What follows belongs to an exercise in optimizing a design on an open flow for small area and a short achievable clock period; a production flow would make more cautious choices.
In this exercise RTL edits were held to simulation tests only and were not proved equivalent to the original.
No activity file was given, so power comes from the tool's default toggle rates.

==> flow/design.v, too long to show whole: its modules and the start of the top module <==
// module lng_unit: 435 lines
// module lng_add: 38 lines
// module lng_mtree: 610 lines
module lng_unit (
    input  wire        clk,
    input  wire        rst,         
    input  wire        issue,
    input  wire [5:0]  op,
    input  wire [14:0] m,
    input  wire [39:0] a,
    input  wire [39:0] b,
    input  wire [39:0] acc_lo,      
    input  wire [39:0] acc_hi,      
    input  wire        psn,         
    input  wire [2:0]  slot,
    input  wire [19:0] origin,      
    output wire        ready,
    output wire        done,
    output wire        trap,
    output wire        pair,
    output wire [39:0] r0,
    output wire [39:0] r1,
    output wire [7:0]  cause,
    output wire [17:0] info
);
  // ...
==> flow/run.sh <==
#!/bin/bash
# synth_recipe.tcl (not shown) runs the flow's synth.tcl, then flattens the netlist and writes it again
# the make line also repeats each setting of config.mk as NAME=value (left out here)
make -C /OpenROAD-flow-scripts/flow DESIGN_CONFIG=/design/flow/config.mk WORK_HOME=/design/flow/orfs CLKGATE_MAP_FILE= SYNTH_SCRIPT=/design/flow/synth_recipe.tcl finish
==> flow/config.mk <==
export PLATFORM = sky130hd
export DESIGN_NAME = lng_unit
export DESIGN_NICKNAME = lng_unit
export VERILOG_FILES = /design/flow/design.v
export SDC_FILE = /design/flow/constraint.sdc
export NUM_CORES = 4
export LEC_CHECK = 0
export ABC_AREA = 1
export CAP_MARGIN = 50
export CORE_MARGIN = 2
export CORE_UTILIZATION = 40
export SLEW_MARGIN = 50
==> flow/constraint.sdc <==
create_clock -name core_clock -period 25.0 [get_ports {clk}]
set_input_delay 5.0000 -clock core_clock [delete_from_list [all_inputs] [get_ports {clk}]]
set_output_delay 5.0000 -clock core_clock [all_outputs]
set_load 0.01 [all_outputs]
==> results_tabular.tex, run 1 <==
\begin{tabular}{lr}
\hline
Metric & Value \\
\hline
\multicolumn{2}{l}{\textbf{STA}} \\
\quad Unrepaired setup endpoints after global routing & false \\
\quad Hold slack final & 0.454 ns \\
\quad Setup-failing EPs final & 0 \\
\quad Setup tns final & 0 ns \\
\multicolumn{2}{l}{\textbf{Power and ir drop}} \\
\quad Largest power group & combinational cells \\
\quad Clock group share of total power & 0.065 \\
\quad Overall power consumption & 0.00971 W \\
\quad Leakage power of the design & 28.2 nW \\
\quad Power share of the sequential group & 0.052 \\
\quad Power attributed to the clock group & 0.000633 W \\
\multicolumn{2}{l}{\textbf{Clock tree}} \\
\quad Post-CTS setup-driven buffer insertion count & 0 \\
\quad H-tree level count & 2 \\
\quad CTS Root Buffer Type & clkbuf\_16 \\
\quad CTS Hold Bufs & 0 \\
\quad Source-to-sink clock delay at the later pin of the worst-skew pair & 0.67 ns \\
\quad Clk slew on worst S/H paths & 0.06 ns \\
\quad Bufs on Longest Clock Path & 3 \\
\multicolumn{2}{l}{\textbf{Route}} \\
\quad DRC Markers & 0 \\
\quad ANT nets after route & 0 \\
\quad Wire length on met1 & 128 mm \\
\quad Number of vias in the routed layout & 64900 \\
\quad Met3 WL post-DR & 41.9 mm \\
\multicolumn{2}{l}{\textbf{Cells and area}} \\
\quad Inserted Diodes & 25 \\
\multicolumn{2}{l}{\textbf{Critical path}} \\
\quad Kind of critical path & reg -> reg \\
\quad Worst flop-to-flop path endpoint & xl[28] \\
\quad Worst Setup Start Kind & register \\
\quad Critical path capture point type & register \\
\multicolumn{2}{l}{\textbf{Synth}} \\
\quad Most area-hungry cell type in the Yosys netlist & nand2\_1 \\
\quad Sequential share of the synthesized area & 0.117 \\
\quad Register bit count reported by yosys & 249 \\
\quad Netlist cell types & 82 \\
\quad Top-count cell post-synth & nand2\_1 \\
\quad Fraction of the mapped netlist area in adder cells & 0.179 \\
\quad Top cell types by occurrence after synthesis & 1923 x nand2\_1, 1099 x inv\_1, 592 x nor2\_1, 530 x xor2\_1, 521 x o21ai\_0 \\
\multicolumn{2}{l}{\textbf{GRT}} \\
\quad Overall global routing resource usage & 0.485 \\
\quad Wire length of the first global-routing pass & 472 mm \\
\multicolumn{2}{l}{\textbf{Worst hold path}} \\
\quad Type of the tightest min-delay check & reg -> reg \\
\multicolumn{2}{l}{\textbf{Placement}} \\
\quad Port bufs & 308 \\
\multicolumn{2}{l}{\textbf{Outcome}} \\
\quad Run status & timing/DRC/antenna clean \\
\multicolumn{2}{l}{\textbf{Die}} \\
\quad Area enclosed by the die boundary & 139000 µm² \\
\hline
\end{tabular}
==> run 2, diff against run 1 <==
--- a/flow/config.mk
+++ b/flow/config.mk
@@ -6,7 +6,7 @@
 export NUM_CORES = 4
 export LEC_CHECK = 0
 export ABC_AREA = 1
-export CAP_MARGIN = 50
+export CAP_MARGIN = 65
 export CORE_MARGIN = 2
 export CORE_UTILIZATION = 40
-export SLEW_MARGIN = 50
+export SLEW_MARGIN = 65
==> run 2 against run 1 <==
Compared with the run above: largest power group unchanged; global-route usage barely moved; area after synthesis did not move; first-iteration DRC count fell by 3.2%; register-to-register slack improved by 0.64 ns; maximum frequency rose by 5.5%; worst setup slack improved by 0.51 ns; die area did not move; clock skew fell by 0.023 ns.
==> results_tabular.tex, run 2 <==
\begin{tabular}{lr}
\hline
Metric & Value \\
\hline
\multicolumn{2}{l}{\textbf{Power and ir drop}} \\
\quad Max VDD drop & 453 µV \\
\quad Power share of the sequential group & 0.050 (-0.002) \\
\quad Power Density & 161 nW/µm² \\
\quad Clock group share of total power & 0.058 (-0.007) \\
\quad Net Sw Frac & 0.704 \\
\quad Share of total power in combinational logic & 0.892 \\
\quad Internal power of the cells & 0.00297 W \\
\quad Reported net switching power & 0.00705 W \\
\quad Overall power consumption & 0.0100 W (+3.2\%) \\
\quad Leakage power of the design & 28.5 nW (+1.1\%) \\
\multicolumn{2}{l}{\textbf{Synth}} \\
\quad Post-synthesis cell area & 54300 µm² \\
\quad Top cell types by occurrence after synthesis & 1923 x nand2\_1, 1099 x inv\_1, 592 x nor2\_1, 530 x xor2\_1, 521 x o21ai\_0 \\
\quad Most area-hungry cell type in the Yosys netlist & nand2\_1 \\
\quad Post-synth EDFFs & 134 \\
\quad Register bit count reported by yosys & 249 (unchanged) \\
\quad Synth Instances & 8382 \\
\quad Syn Area/Cell & 6.48 µm² \\
\quad Netlist cell types & 82 (unchanged) \\
\quad Async set-or-reset flop fraction in the synthesized netlist & 0 \\
\quad Top-count cell post-synth & nand2\_1 \\
\quad Area fraction of the dominant cell type after synthesis & 0.133 \\
\quad Sequential share of the synthesized area & 0.117 (unchanged) \\
\quad Most common flop cell mapped by yosys & edfxtp\_1 \\
\quad Largest cells by area after synthesis & nand2\_1 13\%, fa\_1 11\%, xor2\_1 8.6\% \\
\quad Warnings from Yosys & 5 \\
\multicolumn{2}{l}{\textbf{Worst hold path}} \\
\quad Type of the tightest min-delay check & reg -> reg \\
\multicolumn{2}{l}{\textbf{Clock tree}} \\
\quad \# resized after CTS & 0 \\
\quad CTS Hold Bufs & 0 (unchanged) \\
\quad H-tree level count & 2 (unchanged) \\
\quad CTS Root Buffer Type & clkbuf\_16 \\
\quad Source-to-sink clock delay at the later pin of the worst-skew pair & 0.65 ns (-0.02 ns) \\
\quad Post-CTS setup-driven buffer insertion count & 0 (unchanged) \\
\quad Number of CTS-inserted buffers & 38 \\
\quad Clock sinks & 249 \\
\quad Clock tree from TritonCTS & done \\
\quad Bufs on Longest Clock Path & 3 (unchanged) \\
\quad Clk slew on worst S/H paths & 0.06 ns (about the same) \\
\multicolumn{2}{l}{\textbf{Die}} \\
\quad Area enclosed by the die boundary & 139000 µm² (unchanged) \\
\quad Cell Rows & 135 \\
\quad Die Wd & 372 µm \\
\quad Initial core utilization & 0.402 \\
\quad Boundary pin count & 318 \\
\quad Die outline height & 372 µm \\
\quad Core ar. & 135000 µm² \\
\multicolumn{2}{l}{\textbf{Critical path}} \\
\quad Worst flop-to-flop path startpoint & sb\_short \\
\quad Setup slack of the most critical reg-to-reg path & 15.85 ns \\
\quad Most common cell on crit path & nand2\_1 \\
\quad Stage delay of the slowest cell on the critical path & 0.69 ns \\
\quad Kind of critical path & in -> reg \\
\quad Arrival time at the worst endpoint & 9.81 ns \\
\quad Critical path startpoint & m[0] \\
\quad CP Max Fanout & 14 \\
\quad Critical path capture point type & register \\
\quad Worst flop-to-flop path endpoint & xl[16] \\
\quad CP max-delay cell & clkdlybuf4s50\_1 \\
\quad Worst reg-to-reg path cell count & 32 \\
\quad Critical path endpoint & xl[28] \\
\quad Req. time, crit path & 25.54 ns \\
\quad Worst Setup Start Kind & input pin \\
\multicolumn{2}{l}{\textbf{Cells and area}} \\
\quad Most frequent cells in the layout & 1901 x nand2\_1, 1047 x inv\_1, 568 x nor2\_1, 515 x xor2\_1, 449 x nand3\_1 \\
\quad Combined flip-flop and latch cell area & 6380 µm² \\
\quad Nets & 9330 \\
\quad Synth-to-Final Area Change & 14.6\% \\
\quad Area of combinational cells with multiple inputs & 42300 µm² \\
\quad Area of all placed cells without fillers & 62200 µm² \\
\quad Fraction of layout cells with a size suffix above 1 & 0.0926 \\
\quad Fill cell total of the finished layout & 14200 \\
\quad Most common library cell in the layout ignoring fill and taps & nand2\_1 \\
\multicolumn{2}{l}{\textbf{Placement}} \\
\quad Port bufs & 308 (unchanged) \\
\quad Sum of net half-perimeters after detailed placement & 270 mm \\
\quad Placed cell area & 60600 µm² \\
\quad Weighted congestion at the end of routability-driven global placement & 1.11 \\
\multicolumn{2}{l}{\textbf{STA}} \\
\quad Unrepaired setup endpoints after global routing & false \\
\quad Slew at the pin closest to its max-slew limit & 0.683 ns \\
\quad Fraction of the cycle the final worst path needs & 0.371 \\
\quad Post-layout min period & 9.27 ns \\
\quad Achievable frequency & 0.108 GHz \\
\quad Final hold vios & 0 \\
\quad Max-slew violations & 0 \\
\quad Setup-failing EPs final & 0 (unchanged) \\
\quad Setup tns final & 0 ns (unchanged) \\
\quad Clk\_skew & 0.0506 ns \\
\quad Slew headroom & 0.540 \\
\multicolumn{2}{l}{\textbf{Route}} \\
\quad Final routed wire length divided by cell count & 33.5 µm \\
\quad First-iteration detailed-routing DRC count & 9421 \\
\quad DRC Markers & 0 (unchanged) \\
\quad Total wire length & 347 mm \\
\quad Number of vias in the routed layout & 65100 (+0.24\%) \\
\quad Router iterations before antenna repair & 7 \\
\quad ANT nets after route & 0 (unchanged) \\
\quad Routed vias/inst & 6.29 \\
\multicolumn{2}{l}{\textbf{GRT}} \\
\quad Global route total overflow & 0 \\
\quad Overall global routing resource usage & 0.484 (about the same) \\
\quad Wire length of the first global-routing pass & 471 mm (about the same) \\
\quad Pin count of the biggest net entering global routing & 85 \\
\quad Initial antenna violation count & 33 \\
\quad Vias in the first global route & 59300 \\
\multicolumn{2}{l}{\textbf{Outcome}} \\
\quad Run status & timing/DRC/antenna clean \\
\multicolumn{2}{l}{\textbf{Run}} \\
\quad Number of violations of the max-capacitance limit & 0 \\
\hline
\end{tabular}
## run 2: cell type report
type,instances,share of cell area
Sequential cell,249,0.103
Inverter,1172,0.0720
Clock buffer,48,0.0162
Tap cell,1781,0.0358
Antenna cell,12,0.000483
Multi-Input combinational cell,6474,0.680
Timing Repair Buffer,592,0.0883
Clock inverter,22,0.00436
## run 2: worst max-delay path: cells and delay by family
kind                   cells  cell delay, ns
and+or+nand+nor           27            3.26
buffers and inverters      6            1.50
## run 2: power by group through the flow
stage	combinational, W	clock [W]	sequential (W)
final	0.00894	0.000578	0.000501
after global routing	0.00888	0.000595	0.000499
after CTS	0.00820	0.000579	0.000497
after detailed placement	0.00814	0	0.000506
after global placement	0.00775	0	0.000516
after floorplan	0.00343	0	0.000484
## run 2: routing by layer
| layer | wire length, µm | up-vias | track usage |
|---|---|---|---|
| met5 | 109 | - | 0 |
| met1 | 129000 | 30900 | 0.597 |
| met2 | 140000 | 4846 | 0.698 |
| met3 | 42300 | 1250 | 0.138 |
| met4 | 35500 | 16 | 0.400 |
| li1 | - | 28000 | - |
## run 2: kinds of logic (layout without fill, tap and decap cells)
| family | Yosys count | count (layout) | synth area share |
|---|---|---|---|
| compound gates | 1875 | 1875 | 0.210 |
| xor+xnor | 709 | 709 | 0.115 |
| fa+ha+maj | 595 | 595 | 0.179 |
| buf+inv | 1667 | 1834 | 0.124 |
| flops | 249 | 249 | 0.117 |
| other cells | 1 | 21 | 0.0000691 |
| simple gates | 3286 | 3286 | 0.256 |
## run 2: worst min-delay path by stage
stage	slack, ns	start	endpoint	cells after the start
2_1_floorplan	0.43	k_r0	k_r0	2
3_3_place_gp	0.44	rdy	rdy	2
3_5_place_dp	0.44	rdy	rdy	2
4_1_cts	0.45	rdy	rdy	2
5_1_grt	0.47	rdy	rdy	2
6_report	0.45	rdy	rdy	2
## run 2: metrics by stage
step	worst slack, ns	std cells	hold slack (ns)	util
3_3_place_gp	15.07	10200	0.439	0.437
4_1_cts	15.96	10300	0.454	0.458
3_5_place_dp	15.34	10300	0.442	0.448
6_report	15.73	10400	0.454	0.461
5_1_grt	15.38	10300	0.473	0.460
2_1_floorplan	17.36	8390	0.430	-
==> run 3, diff against run 2 <==
--- a/flow/config.mk
+++ b/flow/config.mk
@@ -6,7 +6,7 @@
 export NUM_CORES = 4
 export LEC_CHECK = 0
 export ABC_AREA = 1
-export CAP_MARGIN = 65
+export CAP_MARGIN = 80
 export CORE_MARGIN = 2
 export CORE_UTILIZATION = 40
-export SLEW_MARGIN = 65
+export SLEW_MARGIN = 80
==> run 3 against run 2 <==
Compared with the run above: area after synthesis stayed put; synthesized cell count stayed put; register-to-register slack worse by 1.4 ns; first-iteration DRC count about the same; critical path depth rose by 9; clock skew increased by 0.029 ns; combinational power rose by 13%; cell count is 3.3% higher; sequential power decreased by 2%; flip-flop and latch count is the same; routed wire length up 1.0%; largest power group unchanged.
==> results_tabular.tex, run 3 <==
\begin{tabular}{lr}
\hline
Metric & Value \\
\hline
\multicolumn{2}{l}{\textbf{Synth}} \\
\quad Register bit count reported by yosys & 249 (unchanged) \\
\quad Top-count cell post-synth & nand2\_1 \\
\quad Synth Instances & 8382 (unchanged) \\
\quad Post-synthesis cell area & 54300 µm² (unchanged) \\
\quad Top cell types by occurrence after synthesis & 1923 x nand2\_1, 1099 x inv\_1, 592 x nor2\_1, 530 x xor2\_1, 521 x o21ai\_0 \\
\quad Async set-or-reset flop fraction in the synthesized netlist & 0 (unchanged) \\
\quad Syn Area/Cell & 6.48 µm² (unchanged) \\
\quad Post-synth EDFFs & 134 (unchanged) \\
\quad Most common flop cell mapped by yosys & edfxtp\_1 \\
\quad Warnings from Yosys & 5 (unchanged) \\
\quad Netlist cell types & 82 (unchanged) \\
\quad Most area-hungry cell type in the Yosys netlist & nand2\_1 \\
\quad Sequential share of the synthesized area & 0.117 (unchanged) \\
\quad Area fraction of the dominant cell type after synthesis & 0.133 (unchanged) \\
\quad Largest cells by area after synthesis & nand2\_1 13\%, fa\_1 11\%, xor2\_1 8.6\% \\
\multicolumn{2}{l}{\textbf{Die}} \\
\quad Die outline height & 372 µm (unchanged) \\
\quad Die Wd & 372 µm (unchanged) \\
\quad Core ar. & 135000 µm² (unchanged) \\
\quad Initial core utilization & 0.402 (unchanged) \\
\quad Cell Rows & 135 (unchanged) \\
\quad Area enclosed by the die boundary & 139000 µm² (unchanged) \\
\quad Boundary pin count & 318 (unchanged) \\
\multicolumn{2}{l}{\textbf{Critical path}} \\
\quad Critical path capture point type & register \\
\quad Stage delay of the slowest cell on the critical path & 0.55 ns (-0.14 ns) \\
\quad Worst Setup Start Kind & register \\
\quad Worst flop-to-flop path startpoint & sb\_short \\
\quad CP max-delay cell & fa\_1 \\
\quad Critical path startpoint & sb\_short \\
\quad Most common cell on crit path & nand2\_1 \\
\quad Kind of critical path & reg -> reg \\
\quad CP Max Fanout & 14 (unchanged) \\
\quad Arrival time at the worst endpoint & 11.07 ns (+1.26 ns) \\
\quad Req. time, crit path & 25.48 ns (-0.06 ns) \\
\multicolumn{2}{l}{\textbf{STA}} \\
\quad Unrepaired setup endpoints after global routing & false \\
\quad Clk\_skew & 0.0801 ns (+0.0295 ns) \\
\quad Final hold vios & 0 (unchanged) \\
\quad Max-slew violations & 0 (unchanged) \\
\quad Post-layout min period & 10.59 ns (+1.32 ns) \\
\quad Setup-failing EPs final & 0 (unchanged) \\
\quad Setup tns final & 0 ns (unchanged) \\
\quad Achievable frequency & 0.0944 GHz (-12\%) \\
\quad Fraction of the cycle the final worst path needs & 0.424 (+0.0527) \\
\multicolumn{2}{l}{\textbf{Cells and area}} \\
\quad Area of all placed cells without fillers & 69400 µm² (+11\%) \\
\quad Most common library cell in the layout ignoring fill and taps & nand2\_1 \\
\quad Fill cell total of the finished layout & 13400 (-5.6\%) \\
\quad Most frequent cells in the layout & 1871 x nand2\_1, 966 x inv\_1, 517 x nor2\_1, 486 x xor2\_1, 436 x nand3\_1 \\
\quad Nets & 9669 (+3.6\%) \\
\quad Synth-to-Final Area Change & 27.8\% \\
\quad Fraction of layout cells with a size suffix above 1 & 0.176 (+0.0837) \\
\multicolumn{2}{l}{\textbf{GRT}} \\
\quad Overall global routing resource usage & 0.491 (+0.00620) \\
\quad Vias in the first global route & 61200 (+3.3\%) \\
\quad Wire length of the first global-routing pass & 479 mm (+1.7\%) \\
\quad Global route total overflow & 0 (unchanged) \\
\quad Pin count of the biggest net entering global routing & 43 (-49\%) \\
\quad Initial antenna violation count & 27 (-18\%) \\
\multicolumn{2}{l}{\textbf{Clock tree}} \\
\quad Bufs on Longest Clock Path & 3 (unchanged) \\
\quad Clock tree from TritonCTS & done \\
\quad Clk slew on worst S/H paths & 0.06 ns (about the same) \\
\quad CTS Hold Bufs & 0 (unchanged) \\
\quad CTS Root Buffer Type & clkbuf\_16 \\
\quad Clock sinks & 249 (unchanged) \\
\quad Source-to-sink clock delay at the later pin of the worst-skew pair & 0.67 ns (+0.02 ns) \\
\quad Number of CTS-inserted buffers & 38 (unchanged) \\
\quad Post-CTS setup-driven buffer insertion count & 0 (unchanged) \\
\quad \# resized after CTS & 0 (unchanged) \\
\quad H-tree level count & 2 (unchanged) \\
\multicolumn{2}{l}{\textbf{Worst hold path}} \\
\quad Type of the tightest min-delay check & reg -> reg \\
\quad Critical hold path startpoint & rdy \\
\multicolumn{2}{l}{\textbf{Power and ir drop}} \\
\quad Power Density & 162 nW/µm² (+0.52\%) \\
\quad Leakage power of the design & 31.1 nW (+9.0\%) \\
\quad Max VDD drop & 723 µV (+60\%) \\
\multicolumn{2}{l}{\textbf{Route}} \\
\quad Final routed wire length divided by cell count & 32.8 µm (-2.2\%) \\
\quad Routed vias/inst & 6.25 (-0.55\%) \\
\quad Number of vias in the routed layout & 66800 (+2.7\%) \\
\quad Router iterations before antenna repair & 6 (-1) \\
\quad First-iteration detailed-routing DRC count & 9424 (+0.032\%) \\
\quad DRC Markers & 0 (unchanged) \\
\quad Total wire length & 351 mm (+1.0\%) \\
\quad ANT nets after route & 0 (unchanged) \\
\multicolumn{2}{l}{\textbf{Placement}} \\
\quad Placed cell area & 66700 µm² (+10\%) \\
\quad Weighted congestion at the end of routability-driven global placement & 1.11 (unchanged) \\
\quad Port bufs & 308 (unchanged) \\
\quad Sum of net half-perimeters after detailed placement & 278 mm (+3.0\%) \\
\multicolumn{2}{l}{\textbf{Outcome}} \\
\quad Run status & timing/DRC/antenna clean \\
\multicolumn{2}{l}{\textbf{Run}} \\
\quad Number of violations of the max-capacitance limit & 0 (unchanged) \\
\hline
\end{tabular}
-- run 3: changes by cell type in the layout (fill, tap and decap cells not counted), sizes merged, moves of 7 or more --
cell           previous run  this run
buf                     281       560
clkinv                   31        39
clkdlybuf4s15             0        20
clkdlybuf4s25             0         9
clkdlybuf4s18             0        27
inv                    1158      1151
clkbuf                   51        64
clkdlybuf4s50           307       300
-- run 3: layer usage --
| layer | up-vias | track usage | part of all wire |
|---|---|---|---|
| met2 | 5055 | 0.715 | 0.41 |
| met1 | 31600 | 0.596 | 0.36 |
| met4 | 20 | 0.391 | 0.10 |
| li1 | 28800 | - | - |
| met5 | - | 0.00594 | 0.00069 |
| met3 | 1359 | 0.150 | 0.13 |
-- run 3: power by group --
group / internal (W) / switching (W)
Clock: 0.000329 / 0.000269
Sequential: 0.000452 / 0.0000392
Combinational: 0.00281 / 0.00732
Total: 0.00360 / 0.00763
-- run 3: kinds of logic (layout without fill, tap and decap cells) --
| family | count (synthesis) | count (layout) | share of synthesized area |
|---|---|---|---|
| flops | 249 | 249 | 0.117 |
| compound gates | 1875 | 1875 | 0.210 |
| other cells | 1 | 21 | 0.0000691 |
| xor+xnor | 709 | 709 | 0.115 |
| simple gates | 3286 | 3286 | 0.256 |
| buf+inv | 1667 | 2173 | 0.124 |
| fa+ha+maj | 595 | 595 | 0.179 |
-- run 3: worst max-delay path, delay by kind of cell, from the launching register on --
family                   cells  cell delay, ns
adder cells (fa/ha/maj)      6            2.74
AND/OR/NAND/NOR              9            0.90
flip-flops                   1            0.37
buffers and inverters       14            3.90
XOR/XNOR                     2            0.36
AO/OA/AOI/OAI               11            2.11
-- run 3: through the flow --
stage / worst slack (ns) / util / hold WS, ns / std cells / total power (W)
final: 14.41 / 0.513 / 0.455 / 10700 / 0.0112
after global routing: 14.20 / 0.513 / 0.482 / 10700 / 0.0111
after floorplan: 17.36 / - / 0.430 / 8390 / 0.00392
after CTS: 14.56 / 0.504 / 0.456 / 10600 / 0.0102
after detailed placement: 14.69 / 0.494 / 0.445 / 10600 / 0.00956
after global placement: 15.07 / 0.437 / 0.439 / 10200 / 0.00827
-- run 3: worst paths after layout --
| kind | slack (ns) | end | depth (start not counted) |
|---|---|---|---|
| max | 14.41 | xh[21] | 42 |
| min | 0.46 | rdy | 2 |
| max reg2reg | 14.41 | xh[21] | 42 |
| min reg2reg | 0.46 | rdy | 2 |
-- run 3: layout make-up --
| class | count | area (µm²) | share of cell area |
|---|---|---|---|
| clock inverters | 21 | 250 | 0.00361 |
| multi-input cells | 6474 | 45600 | 0.658 |
| diodes | 12 | 30.0 | 0.000433 |
| well taps | 1781 | 2230 | 0.0321 |
| clock buffers | 49 | 1090 | 0.0157 |
| flip-flops and latches | 249 | 6460 | 0.0931 |
| repair buffers | 931 | 8900 | 0.128 |
| inverters | 1172 | 4790 | 0.0691 |
==> run 4, diff against run 3 <==
--- a/flow/config.mk
+++ b/flow/config.mk
@@ -6,7 +6,7 @@
 export NUM_CORES = 4
 export LEC_CHECK = 0
 export ABC_AREA = 1
-export CAP_MARGIN = 80
+export CAP_MARGIN = 75
 export CORE_MARGIN = 2
 export CORE_UTILIZATION = 40
-export SLEW_MARGIN = 80
+export SLEW_MARGIN = 75
==> run 4 against run 3 <==
Compared with the run above: still clean on timing, DRC and antenna; worst hold slack worse by 0.0018 ns; routed wire length decreased by 0.73%; largest power group unchanged; clock power up 2%; critical endpoint unchanged; critical path depth fell by 5; highest routed layer unchanged.
==> results_tabular.tex, run 4 <==
\begin{tabular}{lr}
\hline
Metric & Value \\
\hline
\multicolumn{2}{l}{\textbf{Clock tree}} \\
\quad Bufs on Longest Clock Path & 3 (unchanged) \\
\quad CTS Root Buffer Type & clkbuf\_16 \\
\quad Clock tree from TritonCTS & done \\
\quad CTS Hold Bufs & 0 (unchanged) \\
\quad Clock sinks & 249 (unchanged) \\
\quad Source-to-sink clock delay at the later pin of the worst-skew pair & 0.67 ns (about the same) \\
\quad \# resized after CTS & 0 (unchanged) \\
\quad H-tree level count & 2 (unchanged) \\
\quad Post-CTS setup-driven buffer insertion count & 0 (unchanged) \\
\quad Clk slew on worst S/H paths & 0.06 ns (about the same) \\
\quad Number of CTS-inserted buffers & 39 (+2.6\%) \\
\multicolumn{2}{l}{\textbf{Route}} \\
\quad DRC Markers & 0 (unchanged) \\
\quad Router iterations before antenna repair & 8 (+2) \\
\quad Final routed wire length divided by cell count & 33.2 µm (+1.3\%) \\
\quad Total wire length & 348 mm (-0.73\%) \\
\quad First-iteration detailed-routing DRC count & 8975 (-4.8\%) \\
\quad ANT nets after route & 0 (unchanged) \\
\quad Number of vias in the routed layout & 65900 (-1.3\%) \\
\quad Routed vias/inst & 6.30 (+0.69\%) \\
\multicolumn{2}{l}{\textbf{Synth}} \\
\quad Post-synth EDFFs & 134 (unchanged) \\
\quad Area fraction of the dominant cell type after synthesis & 0.133 (unchanged) \\
\quad Multiplexer fraction of the synthesized cell area & 0 (unchanged) \\
\quad Register bit count reported by yosys & 249 (unchanged) \\
\quad Warnings from Yosys & 5 (unchanged) \\
\quad XOR/XNOR share of the synthesized area & 0.115 (unchanged) \\
\quad Compound-gate portion of the synthesized area & 0.210 (unchanged) \\
\quad Largest cells by area after synthesis & nand2\_1 13\%, fa\_1 11\%, xor2\_1 8.6\% \\
\quad Async set-or-reset flop fraction in the synthesized netlist & 0 (unchanged) \\
\quad Synth Instances & 8382 (unchanged) \\
\quad Most area-hungry cell type in the Yosys netlist & nand2\_1 \\
\quad Syn Area/Cell & 6.48 µm² (unchanged) \\
\quad Post-synthesis cell area & 54300 µm² (unchanged) \\
\quad Largest family of logic cells by synthesized area & simple AND/OR/NAND/NOR gates \\
\quad Top cell types by occurrence after synthesis & 1923 x nand2\_1, 1099 x inv\_1, 592 x nor2\_1, 530 x xor2\_1, 521 x o21ai\_0 \\
\quad Simple-gate portion of the synthesized area & 0.256 (unchanged) \\
\quad Most common flop cell mapped by yosys & edfxtp\_1 \\
\quad Top-count cell post-synth & nand2\_1 \\
\quad Fraction of the mapped netlist area in adder cells & 0.179 (unchanged) \\
\quad Sequential share of the synthesized area & 0.117 (unchanged) \\
\quad Netlist cell types & 82 (unchanged) \\
\multicolumn{2}{l}{\textbf{Placement}} \\
\quad Sum of net half-perimeters after detailed placement & 273 mm (-1.7\%) \\
\quad Port bufs & 308 (unchanged) \\
\quad Weighted congestion at the end of routability-driven global placement & 1.11 (unchanged) \\
\quad Cell count after placement & 10400 (-1.9\%) \\
\multicolumn{2}{l}{\textbf{STA}} \\
\quad Hold slack final & 0.454 ns (-0.00181 ns) \\
\quad Setup tns final & 0 ns (unchanged) \\
\quad Unrepaired setup endpoints after global routing & false \\
\quad Setup-failing EPs final & 0 (unchanged) \\
\quad Max-slew violations & 0 (unchanged) \\
\quad Post-layout min period & 9.40 ns (-1.19 ns) \\
\quad Fraction of the cycle the final worst path needs & 0.376 (-0.0476) \\
\quad Achievable frequency & 0.106 GHz (+13\%) \\
\quad Final hold vios & 0 (unchanged) \\
\quad Clk\_skew & 0.0594 ns (-0.0207 ns) \\
\multicolumn{2}{l}{\textbf{Outcome}} \\
\quad Run status & timing/DRC/antenna clean \\
\multicolumn{2}{l}{\textbf{Power and ir drop}} \\
\quad Max VDD drop & 478 µV (-34\%) \\
\quad Share of total power in combinational logic & 0.895 (-0.008) \\
\quad Reported net switching power & 0.00729 W (-4.5\%) \\
\quad Leakage power of the design & 29.5 nW (-5.1\%) \\
\quad Net Sw Frac & 0.692 (+0.0123) \\
\quad Clock group share of total power & 0.058 (+0.005) \\
\quad Power share of the sequential group & 0.047 (+0.003) \\
\quad Power Density & 162 nW/µm² (+0.22\%) \\
\quad Internal power of the cells & 0.00324 W (-9.8\%) \\
\multicolumn{2}{l}{\textbf{Critical path}} \\
\quad Number of buffers and inverters on the critical path & 9 (-5) \\
\quad Cell class contributing the biggest share of worst-path delay & adder cells \\
\quad Most common cell on crit path & nand2\_1 \\
\quad Stage delay of the slowest cell on the critical path & 0.59 ns (+0.04 ns) \\
\quad Req. time, crit path & 25.49 ns (about the same) \\
\quad Number of cells on the critical path & 37 (-12\%) \\
\quad Worst reg-to-reg path cell count & 37 (-12\%) \\
\quad Critical path startpoint & sb\_short \\
\quad Arrival time at the worst endpoint & 9.89 ns (-1.18 ns) \\
\quad Worst Setup Start Kind & register \\
\quad Worst flop-to-flop path startpoint & sb\_short \\
\quad Kind of critical path & reg -> reg \\
\quad CP Max Fanout & 14 (unchanged) \\
\quad Critical path capture point type & register \\
\quad CP max-delay cell & clkdlybuf4s50\_1 \\
\multicolumn{2}{l}{\textbf{GRT}} \\
\quad Wire length of the first global-routing pass & 476 mm (-0.61\%) \\
\quad Global route total overflow & 0 (unchanged) \\
\quad Vias in the first global route & 60500 (-1.1\%) \\
\quad Pin count of the biggest net entering global routing & 54 (+26\%) \\
\quad Overall global routing resource usage & 0.488 (-0.00265) \\
\quad Initial antenna violation count & 37 (+37\%) \\
\multicolumn{2}{l}{\textbf{Die}} \\
\quad Die outline height & 372 µm (unchanged) \\
\quad Initial core utilization & 0.402 (unchanged) \\
\quad Cell Rows & 135 (unchanged) \\
\quad Die Wd & 372 µm (unchanged) \\
\quad Area enclosed by the die boundary & 139000 µm² (unchanged) \\
\quad Boundary pin count & 318 (unchanged) \\
\quad Core ar. & 135000 µm² (unchanged) \\
\multicolumn{2}{l}{\textbf{Cells and area}} \\
\quad Most frequent cells in the layout & 1891 x nand2\_1, 994 x inv\_1, 550 x nor2\_1, 508 x xor2\_1, 444 x nand3\_1 \\
\quad Fraction of layout cells with a size suffix above 1 & 0.131 (-0.0451) \\
\quad Synth-to-Final Area Change & 19.7\% \\
\quad Nets & 9451 (-2.3\%) \\
\quad Final std cells w/o fill & 10500 (-2.0\%) \\
\quad Most common library cell in the layout ignoring fill and taps & nand2\_1 \\
\multicolumn{2}{l}{\textbf{Worst hold path}} \\
\quad Type of the tightest min-delay check & reg -> reg \\
\quad Cell depth of the worst min-delay path & 2 (unchanged) \\
\quad Critical hold path startpoint & rdy \\
\multicolumn{2}{l}{\textbf{Run}} \\
\quad Number of violations of the max-capacitance limit & 0 (unchanged) \\
\hline
\end{tabular}
-- run 4: power groups by stage --
| stage | logic [W] | registers, W | clock network [W] |
|---|---|---|---|
| final | 0.00943 | 0.000496 | 0.000608 |
| after global routing | 0.00935 | 0.000494 | 0.000619 |
| after CTS | 0.00861 | 0.000492 | 0.000609 |
| after detailed placement | 0.00854 | 0.000501 | 0 |
| after global placement | 0.00775 | 0.000516 | 0 |
| after floorplan | 0.00343 | 0.000484 | 0 |
-- run 4: path summary, 6_finish.rpt --
check | end | slack [ns]
hold / removal | rdy | 0.45
hold reg to reg | rdy | 0.45
setup reg to reg | xh[21] | 15.60
setup / recovery | xh[21] | 15.60
-- run 4: logic make-up (layout without fill, tap and decap cells) --
| logic type | Yosys count | count (layout) |
|---|---|---|
| AO/OA/AOI/OAI | 1875 | 1875 |
| XOR/XNOR | 709 | 709 |
| adder cells (fa/ha/maj) | 595 | 595 |
| buffers and inverters | 1667 | 1956 |
| flip-flops | 249 | 249 |
| other | 1 | 24 |
| AND/OR/NAND/NOR | 3286 | 3286 |
-- run 4: layer usage --
layer	share of wire	up-vias	global-route usage
met1	0.36	31300	0.592
met2	0.41	4976	0.713
met5	0.00082	-	0.00559
li1	-	28300	-
met3	0.12	1407	0.147
met4	0.10	30	0.390
-- run 4: metrics by stage --
step	utilization	instance area (µm²)	total power, W	setup WS, ns
after floorplan	-	54300	0.00392	17.36
after global placement	0.437	59000	0.00827	15.07
after detailed placement	0.467	63100	0.00904	15.65
after CTS	0.477	64400	0.00971	15.73
after global routing	0.480	64900	0.0105	15.25
final	0.481	65000	0.0105	15.60
-- run 4: worst reg2reg max path, delay by kind of cell (launching register included) --
kind,cells,cell delay [ns]
buffers and inverters,9,2.34
AND/OR/NAND/NOR,9,1.05
XOR/XNOR,2,0.38
AO/OA/AOI/OAI,11,2.23
adder cells (fa/ha/maj),6,2.74
flip-flops,1,0.51
-- run 4: final cells by class --
| class | count | area (µm²) |
|---|---|---|
| Multi-Input combinational cell | 6474 | 43700 |
| Clock inverter | 28 | 318 |
| Inverter | 1172 | 4630 |
| Clock buffer | 44 | 1040 |
| Sequential cell | 249 | 6420 |
| Timing Repair Buffer | 712 | 6610 |
| Tap cell | 1781 | 2230 |
| Antenna cell | 15 | 37.5 |
| Fill cell | 13900 | 70200 |

[afterwards: timing with drivers on the ports]
No port has a modelled driver above. Below, the same layouts with a new extraction and two added sets of constraints.
Step 1 (the two cells are an assumption about what drives the block):
set clk [get_ports {clk}]
set_driving_cell -lib_cell sky130_fd_sc_hd__clkbuf_16 $clk
set_driving_cell -lib_cell sky130_fd_sc_hd__buf_2 [delete_from_list [all_inputs] $clk]
Step 2 adds t to the input delays and takes it off the output delays; t is the mean of the earliest and latest rising clock arrival at the registers after step 1. Input paths then give back, and output paths get back, about the clock's delay inside the block.
Slacks: no drivers / after step 1 / after step 2; pairs: no drivers / after step 1.
run	t (ns)	setup WS [ns]	hold WS [ns]	worst slew at a driven data input, ns
run 1	0.714	15.213 / 15.213 / 15.004	0.454 / 0.454 / 0.454	0.07
run 2	0.703	15.727 / 15.757 / 15.054	0.454 / 0.454 / 0.454	0.11
run 3	0.727	14.409 / 14.409 / 14.409	0.455 / 0.455 / 0.455	0.10
run 4	0.724	15.598 / 15.598 / 15.598	0.454 / 0.454 / 0.454	0.08
After both steps setup and hold are still met in every run listed. The setup slack of run 2, which loses most, moves by +0.030 ns with the drivers and by -0.673 ns with both steps.
